What follows belongs to an exercise in optimizing a design on an open flow for small area and a short achievable clock period; a production flow would make more cautious choices. Function was not checked in any run shown here: the RTL went through the layout flow alone. The clock port is modelled as an ideal driver; clocking choices that lean on that would not hold on a real chip.

File: flow/config.mk
export PLATFORM = sky130hd
export DESIGN_NAME = ring_rx_check
export DESIGN_NICKNAME = ring_rx_check
export VERILOG_FILES = /design/flow/design.v
export SDC_FILE = /design/flow/constraint.sdc
export NUM_CORES = 4
export LEC_CHECK = 0
export CAP_MARGIN = 20
export CORE_MARGIN = 2
export CORE_UTILIZATION = 60
export SLEW_MARGIN = 20
export SYNTH_MEMORY_MAX_BITS = 16384
File: flow/constraint.sdc
create_clock -name core_clock -period 11.0 [get_ports {clk}]
set_input_delay 2.2000 -clock core_clock [delete_from_list [all_inputs] [get_ports {clk}]]
set_output_delay 2.2000 -clock core_clock [all_outputs]
set_load 0.01 [all_outputs]
File: flow/design.v
module dec8b10b(code, data, k, ok_m, ok_p);
  input [9:0] code;
  wire [9:0] code;
  output [7:0] data;
  wire [7:0] data;
  output k;
  wire k;
  output ok_m;
  wire ok_m;
  output ok_p;
  wire ok_p;
  wire _000_;
  wire _001_;
  wire _002_;
  wire _003_;
  wire _004_;
  wire _005_;
  wire _006_;
  wire _007_;
  wire _008_;
  wire _009_;
  wire _010_;
  wire _011_;
  wire _012_;
  wire _013_;
  wire _014_;
  wire _015_;
  wire _016_;
  wire _017_;
  wire _018_;
  wire _019_;
  wire _020_;
  wire _021_;
  wire _022_;
  wire _023_;
  wire _024_;
  wire _025_;
  wire _026_;
  wire _027_;
  wire _028_;
  wire _029_;
  wire _030_;
  wire _031_;
  wire _032_;
  wire _033_;
  wire _034_;
  wire _035_;
  wire _036_;
  wire _037_;
  wire _038_;
  wire _039_;
  wire _040_;
  wire _041_;
  wire _042_;
  wire _043_;
  wire _044_;
  wire _045_;
  wire _046_;
  wire _047_;
  wire _048_;
  wire _049_;
  wire _050_;
  wire _051_;
  wire _052_;
  wire _053_;
  wire _054_;
  wire _055_;
  wire _056_;
  wire _057_;
  wire _058_;
  wire _059_;
  wire _060_;
  wire _061_;
  wire _062_;
  wire _063_;
  wire _064_;
  wire _065_;
  wire _066_;
  wire _067_;
  wire _068_;
  wire _069_;
  wire _070_;
  wire _071_;
  wire _072_;
  wire _073_;
  wire _074_;
  wire _075_;
  wire _076_;
  wire _077_;
  wire _078_;
  wire _079_;
  wire _080_;
  wire _081_;
  wire _082_;
  wire _083_;
  wire _084_;
  wire _085_;
  wire _086_;
  wire _087_;
  wire _088_;
  wire _089_;
  wire _090_;
  wire _091_;
  wire _092_;
  wire _093_;
  wire _094_;
  wire _095_;
  wire _096_;
  wire _097_;
  wire _098_;
  wire _099_;
  wire _100_;
  wire _101_;
  wire _102_;
  wire _103_;
  wire _104_;
  wire _105_;
  wire _106_;
  wire _107_;
  wire _108_;
  wire _109_;
  wire _110_;
  wire _111_;
  wire _112_;
  wire _113_;
  wire _114_;
  wire _115_;
  wire _116_;
  wire _117_;
  wire _118_;
  wire _119_;
  wire [3:0] four;
  wire [5:0] six;
  wire [4:0] x;
  wire [2:0] y;
  assign _050_ = code[9] | ~(code[8]);
  assign _051_ = code[6] | ~(code[7]);
  assign _052_ = ~(_051_ & code[8]);
  assign _053_ = ~code[9];
  assign _054_ = code[6] & ~(code[7]);
  assign _055_ = _053_ & ~(_054_);
  assign _056_ = _052_ & ~(_055_);
  assign _057_ = _056_ | ~(_050_);
  assign _058_ = _054_ | ~(_051_);
  assign _059_ = code[1] & ~(code[4]);
  assign _060_ = ~(code[0] | code[3]);
  assign _061_ = code[0] & code[3];
  assign _062_ = ~(_061_ | _060_);
  assign _063_ = code[5] & ~(code[4]);
  assign _064_ = code[3] & code[5];
  assign _065_ = ~(_064_ | _063_);
  assign _066_ = _062_ & ~(_065_);
  assign _067_ = _062_ ? _065_ : code[5];
  assign _068_ = _059_ ? _067_ : _066_;
  assign _069_ = _068_ & ~(code[2]);
  assign _070_ = ~_063_;
  assign _071_ = code[0] ? code[2] : _069_;
  assign _072_ = code[1] ^ code[2];
  assign _073_ = _072_ ^ _062_;
  assign _074_ = _070_ ? _071_ : _073_;
  assign _075_ = _069_ & ~(_074_);
  assign _076_ = code[8] | ~(code[9]);
  assign _077_ = _075_ ? _050_ : _076_;
  assign _078_ = _058_ & ~(_077_);
  assign data[7] = _057_ & ~(_078_);
  assign _079_ = _071_ & ~(_063_);
  assign _080_ = code[5] | code[4];
  assign _081_ = code[5] & code[4];
  assign _082_ = _080_ & ~(_081_);
  assign _083_ = _073_ ? _070_ : _082_;
  assign _084_ = ~(_083_ | _079_);
  assign _085_ = code[2] & ~(_084_);
  assign data[2] = _085_ | _068_;
  assign _086_ = ~(code[0] & code[2]);
  assign _087_ = code[1] | code[2];
  assign _088_ = _060_ & ~(_087_);
  assign _089_ = _086_ & ~(_088_);
  assign _090_ = ~(_061_ | code[2]);
  assign _091_ = code[1] & ~(_090_);
  assign _092_ = _091_ | ~(_089_);
  assign _093_ = _081_ & ~(code[3]);
  assign _094_ = _093_ | _092_;
  assign _095_ = _073_ & ~(_094_);
  assign _096_ = _092_ & ~(_080_);
  assign _097_ = _070_ & ~(_096_);
  assign _098_ = _095_ ? _063_ : _097_;
  assign _099_ = _064_ & ~(code[2]);
  assign _100_ = _099_ & ~(_073_);
  assign data[4] = _098_ & ~(_100_);
  assign _101_ = ~_084_;
  assign _102_ = ~code[0];
  assign _103_ = _083_ & ~(_102_);
  assign _104_ = _074_ & ~(_103_);
  assign data[1] = code[1] ? _101_ : _104_;
  assign _105_ = ~(code[8] | code[9]);
  assign _106_ = code[8] & code[9];
  assign _107_ = code[6] ? _105_ : _106_;
  assign _108_ = code[9] & ~(code[6]);
  assign _109_ = code[7] & ~(_050_);
  assign _110_ = _109_ | _108_;
  assign _111_ = code[6] & ~(code[9]);
  assign _112_ = ~code[7];
  assign _113_ = _112_ & ~(_076_);
  assign _114_ = _113_ | _111_;
  assign _115_ = _075_ ? _110_ : _114_;
  assign data[5] = _115_ | _107_;
  assign data[0] = _102_ ? _074_ : _101_;
  assign _116_ = _082_ | _073_;
  assign _117_ = ~(_116_ & _062_);
  assign data[3] = data[0] ? _117_ : _062_;
  assign _118_ = _075_ ? _114_ : _110_;
  assign data[6] = _118_ | _107_;
  assign _119_ = ~_081_;
  assign _000_ = _092_ | _119_;
  assign _001_ = code[2] & code[3];
  assign _002_ = _001_ & ~(_000_);
  assign _003_ = ~(_082_ & _073_);
  assign _004_ = _003_ | ~(_098_);
  assign _005_ = _107_ & _056_;
  assign _006_ = _005_ & ~(_004_);
  assign _007_ = _006_ | _002_;
  assign k = _007_ | _075_;
  assign _008_ = ~_073_;
  assign _009_ = ~(_089_ | _072_);
  assign _010_ = _080_ & ~(_009_);
  assign _011_ = _008_ ? _010_ : _094_;
  assign _012_ = _003_ & _116_;
  assign _013_ = _106_ | ~(_054_);
  assign _014_ = _001_ | ~(_080_);
  assign _015_ = _014_ & ~(_082_);
  assign _016_ = code[9] & ~(_015_);
  assign _017_ = code[8] | code[7];
  assign _018_ = _017_ | _016_;
  assign _019_ = _005_ | code[6];
  assign _020_ = _018_ & ~(_019_);
  assign _021_ = _013_ & ~(_020_);
  assign _022_ = _105_ & ~(code[7]);
  assign _023_ = _015_ | ~(_022_);
  assign _024_ = _004_ & ~(_023_);
  assign _025_ = _024_ | _021_;
  assign _026_ = _025_ | _012_;
  assign _027_ = ~_082_;
  assign _028_ = _092_ ? _080_ : _119_;
  assign _029_ = _008_ ? _027_ : _028_;
  assign _030_ = _073_ & code[5];
  assign _031_ = ~(_075_ | _030_);
  assign _032_ = _004_ & ~(_031_);
  assign _033_ = _053_ & ~(_032_);
  assign _034_ = _052_ | _112_;
  assign _035_ = _034_ | _033_;
  assign _036_ = ~code[6];
  assign _037_ = ~(_106_ & _036_);
  assign _038_ = _031_ & ~(_037_);
  assign _039_ = code[7] & ~(_105_);
  assign _040_ = _036_ & ~(_039_);
  assign _041_ = _040_ | _022_;
  assign _042_ = _041_ | _038_;
  assign _043_ = _035_ & ~(_042_);
  assign _044_ = _043_ & ~(_029_);
  assign _045_ = _026_ & ~(_044_);
  assign ok_m = _011_ & ~(_045_);
  assign _046_ = _029_ | _025_;
  assign _047_ = _012_ | _011_;
  assign _048_ = _043_ & ~(_047_);
  assign _049_ = _048_ | ~(_046_);
  assign ok_p = _049_ & ~(_009_);
  assign y = data[7:5];
  assign x = data[4:0];
  assign four = code[9:6];
  assign six = code[5:0];
endmodule
module ring_rx_check (
    input  wire        clk,
    input  wire        rst,           
    input  wire        col_valid,     
    input  wire [39:0] col_code,      
    input  wire        los,           
    output reg         v_valid,       
    output reg  [3:0]  v_reason,      
    output reg  [9:0]  v_len,         
    output wire [95:0] v_hdr,         
    output reg  [15:0] cnt_good,
    output reg  [15:0] cnt_hcrc,
    output reg  [15:0] cnt_bad,
    output wire [63:0] cnt_cv         
);
    localparam [3:0] R_GOOD      = 4'd0;
    localparam [3:0] R_HCRC      = 4'd1;
    localparam [3:0] R_LL_BAD    = 4'd2;
    localparam [3:0] R_SHORT     = 4'd3;
    localparam [3:0] R_LONG      = 4'd4;
    localparam [3:0] R_UNALIGNED = 4'd5;
    localparam [3:0] R_TRAILER   = 4'd6;
    localparam [3:0] R_ENDBAD    = 4'd7;
    localparam [3:0] R_CONTROL   = 4'd8;
    localparam [3:0] R_LANEFAULT = 4'd9;
    localparam [7:0] K27_7 = 8'hFB;
    localparam [7:0] K29_7 = 8'hFD;
    localparam [7:0] K30_7 = 8'hFE;
    localparam [31:0] CRC32_RESIDUE = 32'hDEBB20E3;
    integer i, b;
    reg  [39:0] c1;
    reg         v1, f1, r1;
    always @(posedge clk) begin
        c1 <= col_code;
        v1 <= col_valid && !rst;
        f1 <= los && !rst;
        r1 <= rst;
    end
    reg  [3:0]  rd;
    reg  [3:0]  rd_next;
    wire [31:0] dec_data;
    wire [3:0]  dec_k, dec_ok_m, dec_ok_p;
    genvar g;
    generate
        for (g = 0; g < 4; g = g + 1) begin : lane
            dec8b10b u_dec (
                .code (c1[10*g +: 10]),
                .data (dec_data[8*g +: 8]),
                .k    (dec_k[g]),
                .ok_m (dec_ok_m[g]),
                .ok_p (dec_ok_p[g])
            );
        end
    endgenerate
    localparam [63:0] SIX_POS  = 64'hFFE8E880E8808000;
    localparam [63:0] SIX_NEG  = 64'h00010117011717FF;
    localparam [15:0] FOUR_POS = 16'hF880;
    localparam [15:0] FOUR_NEG = 16'h011F;
    always @* begin
        for (i = 0; i < 4; i = i + 1)
            rd_next[i] = FOUR_POS[c1[10*i+6 +: 4]] ||
                         (!FOUR_NEG[c1[10*i+6 +: 4]] &&
                          (SIX_POS[c1[10*i +: 6]] ||
                           (!SIX_NEG[c1[10*i +: 6]] && rd[i])));
    end
    always @(posedge clk) begin
        if (r1)
            rd <= 4'b0000;
        else if (v1)
            rd <= rd_next;
    end
    wire [3:0] dec_cv = (rd & ~dec_ok_p) | (~rd & ~dec_ok_m);
    reg  [31:0] d2;
    reg  [3:0]  k2, cv2;
    reg         v2, f2, r2;
    always @(posedge clk) begin
        d2  <= dec_data;
        k2  <= dec_k;
        cv2 <= dec_cv;
        v2  <= v1 && !rst;
        f2  <= f1 && !rst;
        r2  <= r1;
    end
    reg [15:0] cv_cnt [0:3];
    always @(posedge clk) begin
        for (i = 0; i < 4; i = i + 1)
            if (rst)
                cv_cnt[i] <= 16'd0;
            else if (v2 && cv2[i] && cv_cnt[i] != 16'hFFFF)
                cv_cnt[i] <= cv_cnt[i] + 16'd1;
    end
    assign cnt_cv = {cv_cnt[3], cv_cnt[2], cv_cnt[1], cv_cnt[0]};
    reg [4:0] col_no;
    reg [4:0] ts1 [0:3];
    reg [4:0] ts2 [0:3];
    reg [4:0] ts3 [0:3];
    reg [3:0] in1, in2, in3;
    reg [3:0] in1_now, in2_now, in3_now;     
    reg [3:0] lane_fault;
    always @* begin
        for (i = 0; i < 4; i = i + 1) begin
            in1_now[i]    = in1[i] && ts1[i] != col_no;
            in2_now[i]    = in2[i] && ts2[i] != col_no;
            in3_now[i]    = in3[i] && ts3[i] != col_no;
            lane_fault[i] = cv2[i] && in3_now[i];
        end
    end
    always @(posedge clk) begin
        if (r2) begin
            col_no <= 5'd0;
            in1    <= 4'd0;
            in2    <= 4'd0;
            in3    <= 4'd0;
        end else if (v2) begin
            col_no <= col_no + 5'd1;
            for (i = 0; i < 4; i = i + 1)
                if (lane_fault[i]) begin
                    in1[i] <= 1'b0;
                    in2[i] <= 1'b0;
                    in3[i] <= 1'b0;
                end else if (cv2[i]) begin
                    in1[i] <= 1'b1;
                    in2[i] <= in1_now[i];
                    in3[i] <= in2_now[i];
                end else begin
                    in1[i] <= in1_now[i];
                    in2[i] <= in2_now[i];
                    in3[i] <= in3_now[i];
                end
        end
        for (i = 0; i < 4; i = i + 1)
            if (v2 && cv2[i]) begin
                ts1[i] <= col_no;
                ts2[i] <= ts1[i];
                ts3[i] <= ts2[i];
            end
    end
    wire fault2 = f2 || (v2 && lane_fault != 4'b0000);
    reg [3:0] is_end, is_ctl, is_e30;
    reg       start2, end_seen, any_nd, first_ctl, first_e30;
    reg [1:0] first;
    always @* begin
        for (i = 0; i < 4; i = i + 1) begin
            is_end[i] = k2[i] && !cv2[i] &&
                        (d2[8*i +: 8] == K29_7 || d2[8*i +: 8] == K30_7);
            is_e30[i] = k2[i] && !cv2[i] && d2[8*i +: 8] == K30_7;
            is_ctl[i] = cv2[i] || (k2[i] && !is_end[i]);
        end
        start2   = k2 == 4'b1111 && cv2 == 4'b0000 &&
                   d2 == {K27_7, K27_7, K27_7, K27_7};
        end_seen = is_end != 4'b0000;
        any_nd   = (k2 | cv2) != 4'b0000;
        first     = 2'd0;
        first_ctl = is_ctl[0];
        first_e30 = is_e30[0];
        for (i = 3; i >= 0; i = i - 1)
            if (k2[i] || cv2[i]) begin
                first     = i;
                first_ctl = is_ctl[i];
                first_e30 = is_e30[i];
            end
    end
    reg [1:0]  hpos;
    reg [31:0] crc32;
    reg [15:0] crc16;    
    reg [79:0] hdr;      
    reg        long_cls;   
    reg        ll_bad;     
    wire [31:0] crc32_next;
    crc32_x32 u_crc32 (.t(crc32 ^ d2), .o(crc32_next));
    wire [15:0] crc16_half, crc16_col;
    crc16_x16 u_crc16_half (.t(crc16 ^ {d2[7:0], d2[15:8]}), .o(crc16_half));
    crc16_x16 u_crc16_col  (.t(crc16_half ^ {d2[23:16], d2[31:24]}), .o(crc16_col));
    always @(posedge clk) begin
        if (r2)
            hpos <= 2'd3;
        else if (v2) begin
            if (start2)
                hpos <= 2'd0;
            else if (hpos != 2'd3)
                hpos <= hpos + 2'd1;
        end
        if (v2) begin
            if (start2)
                crc32 <= 32'hFFFFFFFF;
            else
                crc32 <= crc32_next;
        end
        if (v2 && start2)
            crc16 <= 16'hFFFF;
        if (v2 && !start2) begin
            if (hpos == 2'd0) begin
                hdr[31:0] <= d2;
                crc16     <= crc16_col;
                long_cls  <= d2[7] ^ d2[6];
                ll_bad    <= d2[23] && (d2[7:6] != 2'b11 || d2[14:8] != 7'h7F);
            end
            if (hpos == 2'd1) begin
                hdr[63:32] <= d2;
                crc16      <= crc16_col;
            end
            if (hpos == 2'd2) begin
                hdr[79:64] <= d2[15:0];
                crc16      <= crc16_half;
            end
        end
    end
    assign v_hdr = {crc16, hdr};
    wire       crc_ok  = crc32 == CRC32_RESIDUE;
    wire       hcrc_ok = crc16_half == d2[31:16];
    reg        in_frame;
    reg        skip;         
    reg [7:0]  ncol;         
    always @(posedge clk)
        if (v2)
            ncol <= start2 ? 8'd0 : ncol + 8'd1;
    wire [7:0] lmax_col = long_cls ? 8'd132 : 8'd20;
    wire       too_long = ncol == lmax_col && !(any_nd && first == 2'd0);
    wire       hdr_bad  = ncol == 8'd2 && (!hcrc_ok || ll_bad);
    reg [3:0]  reason;
    reg [9:0]  len;
    always @* begin
        len = {ncol, 2'b00};
        if (fault2)
            reason = R_LANEFAULT;
        else if (too_long)
            reason = R_LONG;
        else if (any_nd) begin
            len = {ncol, first};
            if (first_ctl)
                reason = R_CONTROL;
            else if (ncol[7:2] == 6'd0)
                reason = R_SHORT;
            else if (first != 2'd0)
                reason = R_UNALIGNED;
            else if (first_e30)
                reason = R_ENDBAD;
            else if (!crc_ok)
                reason = R_TRAILER;
            else
                reason = R_GOOD;
        end else begin
            len    = 10'd12;
            reason = hcrc_ok ? R_LL_BAD : R_HCRC;
        end
    end
    always @(posedge clk) begin
        v_reason <= reason;
        v_len    <= len;
        if (r2) begin
            in_frame <= 1'b0;
            skip     <= 1'b0;
        end
        if (rst)
            v_valid <= 1'b0;
        else begin
            v_valid <= 1'b0;
            if (fault2) begin
                if (in_frame) begin
                    v_valid  <= 1'b1;
                    in_frame <= 1'b0;
                end
                skip <= 1'b0;
            end else if (v2 && skip) begin
                if (end_seen)
                    skip <= 1'b0;
            end else if (v2) begin
                if (in_frame) begin
                    if (too_long || any_nd || hdr_bad) begin
                        v_valid  <= 1'b1;
                        in_frame <= 1'b0;
                        skip     <= too_long ? !end_seen : !any_nd && !hcrc_ok;
                    end
                end
                if (start2)
                    in_frame <= 1'b1;
            end
        end
    end
    always @(posedge clk) begin
        if (rst) begin
            cnt_good <= 16'd0;
            cnt_hcrc <= 16'd0;
            cnt_bad  <= 16'd0;
        end else if (v_valid) begin
            if (v_reason == R_GOOD) begin
                if (cnt_good != 16'hFFFF) cnt_good <= cnt_good + 16'd1;
            end else if (v_reason == R_HCRC) begin
                if (cnt_hcrc != 16'hFFFF) cnt_hcrc <= cnt_hcrc + 16'd1;
            end else begin
                if (cnt_bad != 16'hFFFF) cnt_bad <= cnt_bad + 16'd1;
            end
        end
    end
endmodule
module crc32_x32 (
    input  wire [31:0] t,
    output wire [31:0] o
);
    wire x_x0 = t[0] ^ t[22];
    wire x_x1 = t[2] ^ t[7];
    wire x_x2 = t[3] ^ t[21];
    wire x_x3 = t[1] ^ t[23];
    wire x_x4 = t[4] ^ x_x0;
    wire x_x5 = t[24] ^ t[30];
    wire x_x6 = t[12] ^ t[28];
    wire x_x7 = t[5] ^ t[8];
    wire x_x8 = t[19] ^ t[27];
    wire x_x9 = t[6] ^ t[9];
    wire x_x10 = t[25] ^ t[31];
    wire x_x11 = t[13] ^ t[29];
    wire x_x12 = t[10] ^ t[26];
    wire x_x13 = t[15] ^ t[17];
    wire x_x14 = t[14] ^ t[16];
    wire x_x15 = t[20] ^ x_x1;
    wire x_x16 = t[18] ^ t[26];
    wire x_x17 = t[11] ^ t[27];
    wire x_x18 = t[18] ^ x_x10;
    wire x_x19 = t[25] ^ x_x9;
    wire x_x20 = t[4] ^ t[11];
    wire x_x21 = t[24] ^ t[28];
    wire x_x22 = x_x5 ^ x_x11;
    wire x_x23 = t[0] ^ x_x2;
    wire x_x24 = x_x3 ^ x_x8;
    wire x_x25 = x_x1 ^ x_x2;
    wire x_x26 = t[30] ^ x_x8;
    wire x_x27 = x_x4 ^ x_x14;
    wire x_x28 = t[2] ^ t[20];
    wire x_x29 = t[15] ^ t[22];
    wire x_x30 = t[5] ^ t[31];
    wire x_x31 = t[3] ^ t[10];
    wire x_x32 = t[3] ^ t[7];
    wire x_x33 = t[9] ^ t[14];
    wire x_x34 = t[17] ^ t[24];
    wire x_x35 = x_x7 ^ x_x34;
    wire x_x36 = t[23] ^ x_x6;
    wire x_x37 = x_x12 ^ x_x17;
    wire x_x38 = t[16] ^ x_x21;
    wire x_x39 = t[13] ^ x_x4;
    wire x_x40 = t[6] ^ x_x15;
    wire x_x41 = x_x5 ^ x_x37;
    wire x_x42 = x_x13 ^ x_x22;
    wire x_x43 = t[15] ^ t[23];
    wire x_x44 = t[25] ^ t[29];
    wire x_x45 = t[11] ^ t[30];
    wire x_x46 = t[5] ^ t[15];
    wire x_x47 = t[8] ^ t[31];
    wire x_x48 = t[7] ^ t[13];
    wire x_x49 = x_x6 ^ x_x10;
    wire x_x50 = t[19] ^ x_x32;
    wire x_x51 = x_x1 ^ x_x33;
    wire x_x52 = x_x6 ^ x_x16;
    wire x_x53 = x_x14 ^ x_x28;
    wire x_x54 = x_x7 ^ x_x31;
    wire x_x55 = x_x12 ^ x_x20;
    wire x_x56 = t[29] ^ x_x3;
    wire x_x57 = t[0] ^ x_x11;
    wire x_x58 = t[12] ^ x_x7;
    wire x_x59 = t[14] ^ x_x29;
    wire x_x60 = x_x9 ^ x_x43;
    wire x_x61 = x_x13 ^ x_x30;
    wire x_x62 = t[8] ^ x_x16;
    wire x_x63 = x_x11 ^ x_x26;
    wire x_x64 = x_x19 ^ x_x56;
    wire x_x65 = t[7] ^ x_x18;
    wire x_x66 = t[28] ^ x_x26;
    wire x_x67 = x_x35 ^ x_x44;
    wire x_x68 = x_x38 ^ x_x60;
    wire x_x69 = x_x36 ^ x_x53;
    wire x_x70 = t[14] ^ x_x42;
    wire x_x71 = t[16] ^ x_x40;
    wire x_x72 = t[6] ^ x_x27;
    wire x_x73 = t[3] ^ t[8];
    wire x_x74 = t[26] ^ x_x3;
    wire x_x75 = x_x73 ^ x_x4;
    wire x_x76 = x_x74 ^ x_x75;
    wire x_x77 = x_x71 ^ x_x76;
    wire x_x78 = t[4] ^ t[9];
    wire x_x79 = t[27] ^ x_x3;
    wire x_x80 = x_x78 ^ x_x35;
    wire x_x81 = x_x25 ^ x_x79;
    wire x_x82 = x_x80 ^ x_x81;
    wire x_x83 = t[2] ^ t[18];
    wire x_x84 = x_x21 ^ x_x83;
    wire x_x85 = x_x4 ^ x_x19;
    wire x_x86 = x_x54 ^ x_x84;
    wire x_x87 = x_x85 ^ x_x86;
    wire x_x88 = t[5] ^ x_x50;
    wire x_x89 = x_x55 ^ x_x64;
    wire x_x90 = x_x88 ^ x_x89;
    wire x_x91 = t[4] ^ x_x58;
    wire x_x92 = x_x40 ^ x_x41;
    wire x_x93 = x_x91 ^ x_x92;
    wire x_x94 = x_x48 ^ x_x7;
    wire x_x95 = x_x9 ^ x_x17;
    wire x_x96 = x_x49 ^ x_x23;
    wire x_x97 = x_x94 ^ x_x95;
    wire x_x98 = x_x96 ^ x_x97;
    wire x_x99 = t[9] ^ x_x31;
    wire x_x100 = x_x57 ^ x_x99;
    wire x_x101 = x_x69 ^ x_x100;
    wire x_x102 = t[1] ^ t[10];
    wire x_x103 = x_x2 ^ x_x20;
    wire x_x104 = x_x102 ^ x_x103;
    wire x_x105 = x_x104 ^ x_x70;
    wire x_x106 = t[2] ^ t[12];
    wire x_x107 = x_x45 ^ x_x46;
    wire x_x108 = x_x106 ^ x_x18;
    wire x_x109 = x_x107 ^ x_x27;
    wire x_x110 = x_x108 ^ x_x109;
    wire x_x111 = t[19] ^ t[31];
    wire x_x112 = x_x13 ^ x_x111;
    wire x_x113 = x_x15 ^ x_x58;
    wire x_x114 = x_x112 ^ x_x39;
    wire x_x115 = x_x113 ^ x_x114;
    wire x_x116 = t[5] ^ t[21];
    wire x_x117 = x_x16 ^ x_x116;
    wire x_x118 = x_x51 ^ x_x117;
    wire x_x119 = x_x39 ^ x_x118;
    wire x_x120 = t[6] ^ x_x59;
    wire x_x121 = x_x54 ^ x_x24;
    wire x_x122 = x_x120 ^ x_x121;
    wire x_x123 = x_x20 ^ x_x15;
    wire x_x124 = x_x68 ^ x_x123;
    wire x_x125 = t[7] ^ t[10];
    wire x_x126 = t[12] ^ t[16];
    wire x_x127 = x_x125 ^ x_x126;
    wire x_x128 = x_x23 ^ x_x127;
    wire x_x129 = x_x67 ^ x_x128;
    wire x_x130 = t[1] ^ t[17];
    wire x_x131 = x_x45 ^ x_x130;
    wire x_x132 = x_x19 ^ x_x62;
    wire x_x133 = x_x131 ^ x_x39;
    wire x_x134 = x_x132 ^ x_x133;
    wire x_x135 = t[12] ^ t[18];
    wire x_x136 = x_x12 ^ x_x30;
    wire x_x137 = x_x135 ^ x_x51;
    wire x_x138 = x_x24 ^ x_x136;
    wire x_x139 = x_x137 ^ x_x138;
    wire x_x140 = x_x48 ^ x_x29;
    wire x_x141 = x_x38 ^ x_x55;
    wire x_x142 = x_x24 ^ x_x140;
    wire x_x143 = x_x141 ^ x_x142;
    wire x_x144 = x_x17 ^ x_x67;
    wire x_x145 = x_x69 ^ x_x144;
    wire x_x146 = x_x52 ^ x_x19;
    wire x_x147 = x_x23 ^ x_x42;
    wire x_x148 = x_x146 ^ x_x147;
    wire x_x149 = t[1] ^ x_x12;
    wire x_x150 = x_x149 ^ x_x63;
    wire x_x151 = x_x65 ^ x_x27;
    wire x_x152 = x_x150 ^ x_x151;
    wire x_x153 = t[11] ^ x_x32;
    wire x_x154 = x_x61 ^ x_x153;
    wire x_x155 = x_x66 ^ x_x154;
    wire x_x156 = x_x72 ^ x_x155;
    wire x_x157 = t[2] ^ t[3];
    wire x_x158 = t[29] ^ x_x0;
    wire x_x159 = x_x157 ^ x_x52;
    wire x_x160 = x_x61 ^ x_x158;
    wire x_x161 = x_x159 ^ x_x160;
    wire x_x162 = t[22] ^ x_x15;
    wire x_x163 = x_x62 ^ x_x63;
    wire x_x164 = x_x162 ^ x_x163;
    wire x_x165 = t[20] ^ t[23];
    wire x_x166 = x_x33 ^ x_x47;
    wire x_x167 = x_x165 ^ x_x23;
    wire x_x168 = x_x166 ^ x_x66;
    wire x_x169 = x_x167 ^ x_x168;
    wire x_x170 = t[29] ^ x_x47;
    wire x_x171 = x_x12 ^ x_x25;
    wire x_x172 = x_x170 ^ x_x68;
    wire x_x173 = x_x171 ^ x_x172;
    wire x_x174 = t[17] ^ x_x28;
    wire x_x175 = x_x174 ^ x_x41;
    wire x_x176 = x_x64 ^ x_x175;
    wire x_x177 = x_x6 ^ x_x18;
    wire x_x178 = x_x25 ^ x_x41;
    wire x_x179 = x_x177 ^ x_x178;
    wire x_x180 = t[11] ^ x_x49;
    wire x_x181 = x_x57 ^ x_x24;
    wire x_x182 = x_x180 ^ x_x181;
    wire x_x183 = x_x71 ^ x_x182;
    wire x_x184 = t[17] ^ t[21];
    wire x_x185 = x_x184 ^ x_x36;
    wire x_x186 = x_x22 ^ x_x185;
    wire x_x187 = x_x72 ^ x_x186;
    wire x_x188 = t[5] ^ x_x0;
    wire x_x189 = x_x3 ^ x_x188;
    wire x_x190 = x_x65 ^ x_x189;
    wire x_x191 = x_x70 ^ x_x190;
    wire x_x192 = t[4] ^ t[20];
    wire x_x193 = x_x5 ^ x_x192;
    wire x_x194 = x_x18 ^ x_x50;
    wire x_x195 = x_x59 ^ x_x193;
    wire x_x196 = x_x194 ^ x_x195;
    wire x_x197 = t[1] ^ t[6];
    wire x_x198 = t[19] ^ x_x0;
    wire x_x199 = x_x10 ^ x_x46;
    wire x_x200 = x_x197 ^ x_x25;
    wire x_x201 = x_x198 ^ x_x199;
    wire x_x202 = x_x200 ^ x_x201;
    assign o[0] = x_x77;
    assign o[1] = x_x82;
    assign o[2] = x_x87;
    assign o[3] = x_x90;
    assign o[4] = x_x93;
    assign o[5] = x_x98;
    assign o[6] = x_x101;
    assign o[7] = x_x105;
    assign o[8] = x_x110;
    assign o[9] = x_x115;
    assign o[10] = x_x119;
    assign o[11] = x_x122;
    assign o[12] = x_x124;
    assign o[13] = x_x129;
    assign o[14] = x_x134;
    assign o[15] = x_x139;
    assign o[16] = x_x143;
    assign o[17] = x_x145;
    assign o[18] = x_x148;
    assign o[19] = x_x152;
    assign o[20] = x_x156;
    assign o[21] = x_x161;
    assign o[22] = x_x164;
    assign o[23] = x_x169;
    assign o[24] = x_x173;
    assign o[25] = x_x176;
    assign o[26] = x_x179;
    assign o[27] = x_x183;
    assign o[28] = x_x187;
    assign o[29] = x_x191;
    assign o[30] = x_x196;
    assign o[31] = x_x202;
endmodule
module crc16_x16 (
    input  wire [15:0] t,
    output wire [15:0] o
);
    wire x_x0 = t[9] ^ t[13];
    wire x_x1 = t[10] ^ t[14];
    wire x_x2 = t[4] ^ t[8];
    wire x_x3 = t[7] ^ t[15];
    wire x_x4 = t[6] ^ x_x1;
    wire x_x5 = t[5] ^ x_x0;
    wire x_x6 = t[12] ^ x_x2;
    wire x_x7 = t[3] ^ t[11];
    wire x_x8 = t[1] ^ t[12];
    wire x_x9 = t[0] ^ t[11];
    wire x_x10 = t[2] ^ t[13];
    wire x_x11 = t[14] ^ x_x7;
    wire x_x12 = x_x5 ^ x_x8;
    wire x_x13 = x_x6 ^ x_x9;
    wire x_x14 = t[15] ^ x_x6;
    wire x_x15 = t[11] ^ x_x4;
    wire x_x16 = x_x3 ^ x_x11;
    wire x_x17 = x_x10 ^ x_x4;
    wire x_x18 = x_x5 ^ x_x13;
    wire x_x19 = x_x4 ^ x_x12;
    wire x_x20 = x_x3 ^ x_x10;
    wire x_x21 = x_x20 ^ x_x15;
    wire x_x22 = t[8] ^ t[12];
    wire x_x23 = x_x22 ^ x_x16;
    wire x_x24 = x_x0 ^ x_x14;
    wire x_x25 = x_x1 ^ x_x5;
    wire x_x26 = t[15] ^ x_x15;
    wire x_x27 = t[0] ^ x_x2;
    wire x_x28 = x_x3 ^ x_x27;
    wire x_x29 = t[8] ^ t[1];
    wire x_x30 = t[5] ^ t[9];
    wire x_x31 = x_x29 ^ x_x30;
    wire x_x32 = t[9] ^ t[2];
    wire x_x33 = t[10] ^ t[6];
    wire x_x34 = x_x32 ^ x_x33;
    wire x_x35 = t[7] ^ t[10];
    wire x_x36 = x_x7 ^ x_x35;
    assign o[0] = x_x13;
    assign o[1] = x_x12;
    assign o[2] = x_x17;
    assign o[3] = x_x16;
    assign o[4] = x_x14;
    assign o[5] = x_x18;
    assign o[6] = x_x19;
    assign o[7] = x_x21;
    assign o[8] = x_x23;
    assign o[9] = x_x24;
    assign o[10] = x_x25;
    assign o[11] = x_x26;
    assign o[12] = x_x28;
    assign o[13] = x_x31;
    assign o[14] = x_x34;
    assign o[15] = x_x36;
endmodule
File: flow/flow/run.sh
#!/bin/bash
# The standard layout (standard.sh: the standard synthesis and ORFS steps,
# unchanged), with three settings changed for the make run:
#  - CTS_ARGS: ORFS's own clock_tree_synthesis arguments, without the dummy
#    loads CTS adds to balance the tree;
#  - BUFFER_PORTS_ARGS: every input and output port still gets its buffer,
#    a buf_1 to start with (repair_timing sizes the output ones up).
# Every ORFS step writes its own log under orfs/logs; make's output goes to
# make.log here.
set -euo pipefail
bash standard.sh SETUP_SLACK_MARGIN=7.62 \
    "CTS_ARGS=-sink_clustering_enable -repair_clock_nets -dont_use_dummy_load" \
    "BUFFER_PORTS_ARGS=-buffer_cell sky130_fd_sc_hd__buf_1" \
    finish > make.log 2>&1
File: flow/standard.sh
#!/bin/bash
# synth_recipe.tcl (not shown) runs the flow's synth.tcl, then flattens the netlist and writes it again
# the make line also repeats each setting of config.mk as NAME=value (left out here)
make -C /OpenROAD-flow-scripts/flow DESIGN_CONFIG=/design/flow/config.mk WORK_HOME=/design/flow/orfs CLKGATE_MAP_FILE= SYNTH_SCRIPT=/design/flow/synth_recipe.tcl "${@:-finish}"
==> metrics.yaml, run 1 <==
outcome: "no timing/DRC/antenna violations"
synth_seq_cells: 436
tns_ns: 0
synth_xor_area_share_pct: 22.1
crit_slowest_cell: "dfxtp_2"
drc: 0
die_area_sq_um: 40200
worstPathRequired_ns: 8.80
fmax_mhz: 295
vias: 18100
cts_tree: "done"
netlist_area_sq_um: 23200
min_period_ns: 3.39
cp-end-kind: "output port"
netlist_instances: 2307
slew_headroom_pct: 25.9
drtAntennaViolNets: 0
maxSlewViolCount: 0
worstPathArrival_ns: 1.19
cts_sinks: 436
cpPeakStageDelay_ns: 0.43
pin_count: 267
dr.pass1.iters: 5
critPathMaxFanout: 3
avgRoutedWirePerCell_um: 20.8
drive_gt1_share_pct: 11.7
setup_viol: 0
rr_worst_depth: 8
yosysWarnings: 5
fin_util_pct: 69.4
endpoint: "v_hdr[88]"
synthAdderAreaFrac_pct: 3.50
grt_overflow: 0
synth_top_family_by_area: "XOR/XNOR gates"
crit_type: "register to output port"
cp-startpoint: "crc16[8]"
crit_chain: "buf_2"
core_sq_um: 37800
wirelength_um: 63700
cpLargestDelayFamily: "flip-flops"
rows: 71
grt_util_all_layers_pct: 31.1
finalNetCount: 2661
cts_made_buffers: 48
clk_latency_ns: 0.58
synth_ff_type: "dfxtp_1"
hold_viol: 0
antenna_found_initial: 0
vias_per_cell: 5.92
hpwl_um: 46800
critPathLaunchType: "register"
r2r_end: "crc16[6]"
synth_cell_type_count: 78
initial_core_util_pct: 61.2
synthSimpleGateAreaFrac_pct: 14.4
synth.mux.area_fraction_pct: 0.843
rr_startpoint: "d2[4]"
synthToLayoutAreaGrowth_pct: 13.3
seq_area_frac_synth_pct: 45.5
hold_class: "register to register"
grt_max_degree: 77
fin_crit_sh_pct: 30.8
cp.depth: 1
synth_edf_count: 182
dp_cells: 3008
n_fill_cell: 3063
syn_area_per_cell_sq_um: 10.0
die_y_um: 200
synthesis.nets: 2415
synth_compound_area_share_pct: 10.9
cap_viol_max_count: 0
gp_congestion: 1.01
finClkSkew_ns: 0.0420
worstMarginPinSlew_ns: 1.10
port_buffers: 266
rsz0062_at_grt: "true"
clk_pin_slew_ns: 0.06
timing.critical_path.buf_inv: 1
reg2reg_setup_slack_ns: 7.73
first_global_vias: 17000
synthArstFlopShare_pct: 0
drtIter0Drc: 1486
grt_pass1_wl_um: 97800
die_width_um: 200
finalNonFillerCells: 3063
-- sequential cells by signal (all words and copies together) (netlist names), 8 cells and up --
name	cells
hdr	80
cv_cnt	64
c1	40
crc32	32
d2	32
ts1	20
ts2	20
ts3	20
cnt_bad	16
cnt_good	16
cnt_hcrc	16
crc16	16
v_len	10
ncol	8
-- worst min path at each step --
stage,from,slack (ns),cells past startpoint,endpoint
after floorplan,r1,0.37,0,r2
after global placement,f1,0.43,1,f2
after detailed placement,f1,0.43,1,f2
after CTS,f1,0.45,1,f2
after global routing,f1,0.46,1,f2
final,f1,0.45,1,f2
-- logic make-up (layout without fill, tap and decap cells) --
family	after synthesis	after routing
xor+xnor	542	542
compound gates	384	384
buf+inv	166	410
fa+ha+maj	65	65
other cells	0	1
flops	436	436
simple gates	695	695
mux	19	19
-- cell usage in the layout, fill, tap and decap left out, types with 12 or more instances in the layout --
cell / instances
nor3_1: 27
nand4_1: 43
o21ai_0: 98
buf_4: 22
clkbuf_16: 48
dfxtp_2: 74
nand3_1: 67
a31oi_1: 17
nand2_1: 180
o22ai_1: 17
o31ai_1: 15
or3_1: 23
nor2b_1: 24
a211oi_1: 15
buf_2: 39
a21oi_1: 83
xnor3_1: 12
nor4_1: 14
nor2_1: 216
o221ai_1: 13
buf_1: 186
ha_1: 64
and3_1: 23
o211ai_1: 15
xnor2_1: 341
or2_2: 15
clkbuf_2: 40
dfxtp_1: 171
edfxtp_1: 182
inv_1: 72
xor2_1: 161
and4_1: 16
mux2i_1: 15
-- worst register-to-register path: stages (launching register included) --
cell and delay (ns):
dfxtp_2 0.39, xnor2_2 0.33, xor3_2 0.62, xnor2_1 0.43, xnor2_1 0.24, xnor3_1 0.55
xnor2_1 0.30, xnor2_1 0.16, a21oi_1 0.08
-- cells in the mapped netlist, types with 27 or more instances --
| library cell | n | area share [%] |
|---|---|---|
| dfxtp_1 | 254 | 22 |
| nor3_1 | 27 | 0.58 |
| o21ai_0 | 98 | 2.1 |
| inv_1 | 73 | 1.2 |
| xor2_1 | 167 | 6.3 |
| nor2_1 | 217 | 3.5 |
| nand4_1 | 43 | 1.2 |
| edfxtp_1 | 182 | 24 |
| ha_1 | 64 | 3.5 |
| clkbuf_1 | 83 | 1.3 |
| nand3_1 | 68 | 1.5 |
| nand2_1 | 180 | 2.9 |
| a21oi_1 | 84 | 1.8 |
| xnor2_1 | 347 | 13 |
-- layer usage --
metal	up-vias	wire, um	global-route usage [%]
li1	8551	-	-
met1	8707	28100	44.9
met2	736	27500	45.8
met3	124	6080	7.40
met4	0	2110	11.0
met5	-	0	0
-- area by class of cell --
| type | instances | area [sq um] | share of cell area, % |
|---|---|---|---|
| Multi-Input combinational cell | 1705 | 12200 | 46.4 |
| Tap cell | 511 | 639 | 2.44 |
| Antenna cell | 1 | 2.50 | 0.00953 |
| Sequential cell | 436 | 10700 | 40.7 |
| Inverter | 73 | 278 | 1.06 |
| Timing Repair Buffer | 289 | 1280 | 4.87 |
| Clock buffer | 48 | 1200 | 4.58 |
-- timing repair --
item	in CTS	in global routing
hold buffers	0	0
endpoints found under the setup margin	87	116
gates resized for setup	96	104
setup buffers	1	5
pin swaps	1	4
-- per-stage QoR --
stage / worst slack (ns) / instance area [sq um] / hold WS (ns)
6_report: 7.61 / 26300 / 0.453
4_1_cts: 7.57 / 25900 / 0.452
3_5_place_dp: 7.31 / 24600 / 0.425
2_1_floorplan: 7.63 / 23200 / 0.374
5_1_grt: 7.59 / 26200 / 0.460
3_3_place_gp: 7.35 / 24600 / 0.426
==> run 2: changes to the inputs <==
--- a/flow/flow/run.sh
+++ b/flow/flow/run.sh
@@ -8,7 +8,7 @@
 # Every ORFS step writes its own log under orfs/logs; make's output goes to
 # make.log here.
 set -euo pipefail
-bash standard.sh SETUP_SLACK_MARGIN=7.62 \
+bash standard.sh SETUP_SLACK_MARGIN=7.58 \
     "CTS_ARGS=-sink_clustering_enable -repair_clock_nets -dont_use_dummy_load" \
     "BUFFER_PORTS_ARGS=-buffer_cell sky130_fd_sc_hd__buf_1" \
     finish > make.log 2>&1
==> metrics.yaml, run 2 <==
multi_input_area_sq_um: 12100  # -0.32%
hold_depth: 1  # unchanged
synthAdderAreaFrac_pct: 3.50  # unchanged
drive_gt1_share_pct: 8.08  # -3.6 points
met2_usage_pct: 45.6  # -0.12 points
cts_made_buffers: 48  # unchanged
setup_viol: 0  # unchanged
rsz0062_at_grt: "true"
antenna_found_initial: 0  # unchanged
tns_ns: 0  # unchanged
die_area_sq_um: 40200  # unchanged
worstPathArrival_ns: 1.22  # +0.03 ns
crit_slowest_cell: "dfxtp_1"
largest_register_ffs: 80  # unchanged
wirelength_um: 63700  # about the same
fin_crit_sh_pct: 31.1  # +0.27 points
hold_class: "register to register"
critPathMaxFanout: 3  # unchanged
first_global_vias: 17000  # -0.070%
reg2reg_setup_slack_ns: 7.69  # -0.04 ns
synthSimpleGateAreaFrac_pct: 14.4  # unchanged
synth_most_common_cell: "xnor2_1"
clk_latency_ns: 0.58  # about the same
netlist_area_sq_um: 23200  # unchanged
die_width_um: 200  # unchanged
cp.depth: 1  # unchanged
cts_tree: "done"
n_fill_cell: 3069  # +0.20%
regMostFlops: "hdr"
netlist_instances: 2307  # unchanged
pin_count: 267  # unchanged
worstMarginPinSlew_ns: 1.08  # -0.0178 ns
vias: 18100  # -0.23%
cts_sinks: 436  # unchanged
finalNonFillerCells: 3063  # unchanged
seq_area_frac_synth_pct: 45.5  # unchanged
finClkSkew_ns: 0.0400  # -0.00205 ns
core_sq_um: 37800  # unchanged
vias_per_cell: 5.90  # -0.23%
layout_common_cells: "xnor2_1 (341), buf_1 (241), nor2_1 (216), dfxtp_1 (207), edfxtp_1 (182)"
regArea_sq_um: 10600  # -0.56%
gr-usage-met1_pct: 44.8  # -0.056 points
maxSlewViolCount: 0  # unchanged
synth.mux.area_fraction_pct: 0.843  # unchanged
yosysWarnings: 5  # unchanged
postCtsHoldBufs: 0  # unchanged
synth_area_leaders: "edfxtp_1 (24%), dfxtp_1 (22%), xnor2_1 (13%)"
synth_ff_type: "dfxtp_1"
synth_edf_count: 182  # unchanged
final_area_sq_um: 26100  # -0.64%
cpLargestDelayFamily: "flip-flops"
yosys-top-cells-count: "xnor2_1 (347), dfxtp_1 (254), nor2_1 (217), edfxtp_1 (182), nand2_1 (180)"
grt_busiest_layer: "met2"
synth_area_leader_cell: "edfxtp_1"
grt_max_degree: 77  # unchanged
cpPeakStageDelay_ns: 0.41  # -0.02 ns
grt_pass1_wl_um: 97600  # -0.18%
synthesis.nets: 2415  # unchanged
dp_cells: 3008  # unchanged
holdPathEnd: "f2"
slew_headroom_pct: 27.1  # +1.2 points
placed_area_sq_um: 24600  # unchanged
crit_chain: "buf_1"
synthToLayoutAreaGrowth_pct: 12.6
finalNetCount: 2661  # unchanged
fmax_mhz: 292  # -0.88%
hold_viol: 0  # unchanged
synth_cell_type_count: 78  # unchanged
use_met3_pct: 7.40  # unchanged
layout_commonest_cell: "xnor2_1"
die_y_um: 200  # unchanged
cap_viol_max_count: 0  # unchanged
outcome: "no timing/DRC/antenna violations"
rr_worst_depth: 10  # +2
grt_util_all_layers_pct: 31.0  # -0.052 points
holdWs_ns: 0.452  # -0.000465 ns
drtAntennaViolNets: 0  # unchanged
synthArstFlopShare_pct: 0  # unchanged
port_buffers: 266  # unchanged
worstPathRequired_ns: 8.80  # about the same
drtIter0Drc: 1515  # +2.0%
synth_compound_area_share_pct: 10.9  # unchanged
rows: 71  # unchanged
post-synth-top-area-fraction_pct: 23.6  # unchanged
syn_area_per_cell_sq_um: 10.0  # unchanged
initial_core_util_pct: 61.2  # unchanged
hpwl_um: 46800  # unchanged
crit_type: "register to output port"
rr_startpoint: "c1[0]"
dr.pass1.iters: 5  # unchanged
drc: 0  # unchanged
avgRoutedWirePerCell_um: 20.8  # about the same
r2r_end: "cv2[0]"
clk_pin_slew_ns: 0.06  # about the same
synth_seq_cells: 436  # unchanged
reg_top3: "hdr: 80 flops, cv_cnt: 64 flops, c1: 40 flops"
min_period_ns: 3.42  # +0.0299 ns
timing.critical_path.buf_inv: 1  # unchanged
critPathLaunchType: "register"
synth_xor_area_share_pct: 22.1  # unchanged
hold_path.startpoint: "f1"
cp-end-kind: "output port"
gp_congestion: 1.01  # unchanged
synth_top_family_by_area: "XOR/XNOR gates"
grt_overflow: 0  # unchanged
run 2: cell count changes in the layout (fill, tap and decap cells not counted), moves of 2 or more:
cell and delta:
clkbuf_2 -31, buf_2 -24, buf_1 +55, xor2_2 +2, dfxtp_4 -6, xor2_4 -2, dfxtp_1 +36, dfxtp_2 -30
run 2: layer usage:
metal  up-vias  wire (um)  share of wire [%]
li1       8558          -                  -
met1      8666      28200                 44
met2       727      27500                 43
met3       126       5770                9.1
met4         0       2180                3.4
met5         -          0                  0
run 2: layout make-up:
class,instances,share of cell area [%]
multi-input cells,1705,46.5
inverters,73,1.08
repair buffers,289,4.62
clock buffers,48,4.61
well taps,511,2.45
diodes,1,0.00959
flip-flops and latches,436,40.7
run 2: worst max path at each step:
| stage | slack, ns | end | start |
|---|---|---|---|
| CTS | 7.57 | v_hdr[89] | crc16[9] |
| global placement | 7.35 | cv_cnt[1][9] | rst |
| global route | 7.50 | cv2[0] | c1[0] |
| floorplan | 7.63 | hdr[0] | v2 |
| detailed placement | 7.31 | cv_cnt[3][12] | rst |
| finish | 7.58 | v_hdr[94] | crc16[14] |
run 2: per-stage QoR:
step                      utilization, %  setup WS [ns]
after global placement              65.0           7.35
after CTS                           68.3           7.57
final                               68.9           7.58
after global routing                68.9           7.50
after detailed placement            65.0           7.31
after floorplan                        -           7.63
run 2: timing repair:
action	4_1_cts	5_1_grt
pin swaps	1	3
resized for setup	34	63
endpoints found under the hold margin	0	0
setup endpoints to repair	39	75
buffers inserted	1	5
run 2: cells by family after synthesis:
family	after synthesis
XOR/XNOR	542
AO/OA/AOI/OAI	384
flip-flops	436
adder cells (fa/ha/maj)	65
buffers and inverters	166
multiplexers	19
AND/OR/NAND/NOR	695

==> port drivers added, routing unchanged <==
How much do the figures lean on ideal ports? The routed layouts below were timed once more, with nothing changed but the port constraints. Step 1 (the two cells are an assumption about what drives the block):
set clk [get_ports {clk}]
set_driving_cell -lib_cell sky130_fd_sc_hd__clkbuf_16 $clk
set_driving_cell -lib_cell sky130_fd_sc_hd__buf_2 [delete_from_list [all_inputs] $clk]
Step 2 also shifts input and output timing later by t, the mid clock arrival at the registers, as if the neighbouring blocks saw the same clock. Three values: no drivers, after step 1, after step 2; two values: the first two.
run | t (ns) | slack for setup (ns) | worst setup path after step 2 | worst slew at a driven data input, ns
run 1 | 0.619 | 7.611 / 7.552 / 7.274 | input to register | 0.09
run 2 | 0.617 | 7.581 / 7.522 / 7.266 | input to register | 0.09
After both steps setup and hold are still met in every run listed. For run 1, which loses most, drivers alone change the setup slack by -0.059 ns; drivers and shift together by -0.337 ns.
